Source: an optimization exercise on an open RTL-to-GDS flow (aim: small area, a short achievable clock period and few clock cycles per item). Production flows keep margins and buffers that such runs may drop. Function was checked by simulation only, so behaviour that the tests miss may differ from the original.

// fft64
module fft64 (
    input  wire        clk,
    input  wire        rst,
    input  wire        in_valid,
    output wire        in_ready,
    input  wire [15:0] in_re,
    input  wire [15:0] in_im,
    input  wire [17:0] in_coef,
    output wire        out_valid,
    input  wire        out_ready,
    output wire [23:0] out_re,
    output wire [23:0] out_im,
    output wire [3:0]  out_exp,
    output wire        out_sat,
    output wire        out_last
);
For scale: about 4000 flip-flops, roughly 110 I/O pins, ~210000 µm² of cells after synthesis.
clock: 24.0 ns
lec_check: 0
abc_clock_period_in_ps: 6000
cap_margin: 20
core_margin: 2
core_utilization: 60
place_density: 0.7
slew_margin: 20
standard.sh (not shown) runs the stock make flow with config.mk's settings and CLKGATE_MAP_FILE= SYNTH_SCRIPT=/design/flow/synth_recipe.tcl, a recipe that flattens the netlist after the stock synthesis.
==> flow/flow/run.sh <==
#!/bin/bash
# The standard layout (standard.sh: standard synthesis, then ORFS to
# finish) with two changes: repair_timing aims at a setup slack margin of
# 17.8 ns, i.e. at paths of about 6.2 ns, well inside the 24 ns clock, and
# clock tree synthesis inserts no dummy loads and clusters up to 25 sinks per leaf buffer. The constraints and the clock
# period are unchanged.
set -euo pipefail
cd "$(dirname "${BASH_SOURCE[0]}")/.."
bash standard.sh SETUP_SLACK_MARGIN=17.8 \
    "CTS_ARGS=-sink_clustering_enable -repair_clock_nets -dont_use_dummy_load -sink_clustering_size 25" \
    finish > flow_finish.log 2>&1
The starting point completed without violations.
Testbench counts at the start, summed over its fixed seeds: cycles 9,768, frames 64.
Then changed:
==> flow/flow/run.sh (replaced) <==
#!/bin/bash
# The standard layout (standard.sh: standard synthesis, then ORFS to
# finish) with two changes: repair_timing aims at a setup slack margin of
# 17.6 ns, i.e. at paths of about 6.4 ns, well inside the 24 ns clock, and
# clock tree synthesis inserts no dummy loads. The constraints and the clock
# period are unchanged.
set -euo pipefail
cd "$(dirname "${BASH_SOURCE[0]}")/.."
bash standard.sh SETUP_SLACK_MARGIN=17.6 \
    "CTS_ARGS=-sink_clustering_enable -repair_clock_nets -dont_use_dummy_load" \
    finish > flow_finish.log 2>&1
Outcome:
- count of clock-buffer cells in the layout decreases by 3
- sequential share of layout area increases by 0.25 points
- critical path depth increases by 17
- wire length hardly moves
- design area decreases by 0.68%
- register-to-register slack got worse by 0.23 ns
- first-iteration DRC count increases by 2.0%
- utilization decreases by 0.45 points
- via count is about the same
Then changed:
==> flow/flow/run.sh (replaced) <==
#!/bin/bash
# The standard layout (standard.sh: standard synthesis, then ORFS to
# finish) with two changes: repair_timing aims at a setup slack margin of
# 18.0 ns, i.e. at paths of about 6.0 ns, well inside the 24 ns clock, and
# clock tree synthesis inserts no dummy loads. The constraints and the clock
# period are unchanged.
set -euo pipefail
cd "$(dirname "${BASH_SOURCE[0]}")/.."
bash standard.sh SETUP_SLACK_MARGIN=18.0 \
    "CTS_ARGS=-sink_clustering_enable -repair_clock_nets -dont_use_dummy_load" \
    finish > flow_finish.log 2>&1
The new run completed without violations.
Non-clock buffer count goes up by 78.
Design area goes up by 0.84%.
Sequential share of layout area goes down by 0.29 points.
Via count goes up by 0.59%.
Synthesized area is unchanged.
Routed wire length goes up by 0.92%.

========
Another version of the RTL of fft64 (not shown whole).
For scale: about 20,000 cells after synthesis, roughly 4,000 flip-flops, roughly 210,000 µm² of cells after synthesis.
clock: 24.0 ns
lec_check: 0
abc_clock_period_in_ps: 6000
cap_margin: 20
core_margin: 2
core_utilization: 60
place_density: 0.7
slew_margin: 20
==> flow/flow/run.sh <==
#!/bin/bash
# The standard layout (standard.sh: standard synthesis, then ORFS to
# finish) with one change: repair_timing aims at a setup slack margin of
# 17.8 ns, i.e. at paths of about 6.2 ns, well inside the 24 ns clock. The
# constraints and the clock period are unchanged.
set -euo pipefail
cd "$(dirname "${BASH_SOURCE[0]}")/.."
bash standard.sh SETUP_SLACK_MARGIN=17.8 finish > flow_finish.log 2>&1
The first run finished with timing, DRC and antenna clean.
Testbench counts at the start, summed over its fixed seeds: cycles 9,768, frames 64.
==> next run, changes <==
==> flow/flow/run.sh (replaced) <==
#!/bin/bash
# The standard layout (standard.sh: standard synthesis, then ORFS to
# finish) with two changes: repair_timing aims at a setup slack margin of
# 17.8 ns, i.e. at paths of about 6.2 ns, well inside the 24 ns clock, and
# clock tree synthesis inserts no dummy loads. The constraints and the clock
# period are unchanged.
set -euo pipefail
cd "$(dirname "${BASH_SOURCE[0]}")/.."
bash standard.sh SETUP_SLACK_MARGIN=17.8 \
    "CTS_ARGS=-sink_clustering_enable -repair_clock_nets -dont_use_dummy_load" \
    finish > flow_finish.log 2>&1
Effect: Clock skew went up by 58 ps. Design area went down slightly. Via count decreases slightly. Setup slack loses 39 ps. Final cell count drops slightly.

==> port drivers added, routing unchanged <==
How much do the figures lean on ideal ports? The routed layouts below were timed once more, with nothing changed but the port constraints. Step 1 assumes that a clkbuf_16 drives the clock port and a buf_2 every other input. Step 2 moves the port delays by t, midway between the first and last clock arrival at a register: inputs arrive t later, outputs are due t later. That takes back most of the time a late clock gives input paths. Slacks: ideal ports / drivers / drivers and shift; pairs: ideal ports / drivers.
run	shift t [ns]	setup WS [ns]	hold slack, ns
the first run of note 1	1.024	17.623 / 17.510 / 17.065	0.249 / 0.249 / 0.249
the second run of note 1	1.040	17.578 / 17.535 / 16.761	0.223 / 0.223 / 0.223
the third run of note 1	1.029	17.669 / 17.550 / 17.326	0.217 / 0.217 / 0.217
the first run of note 2	1.066	17.693 / 17.573 / 17.120	0.279 / 0.279 / 0.279
the second run of note 2	1.034	17.654 / 17.538 / 17.123	0.253 / 0.253 / 0.253
After both steps setup and hold are still met in every run listed. The setup slack of the second run of note 1, which loses most, moves by -0.043 ns with the drivers and by -0.817 ns with both steps.
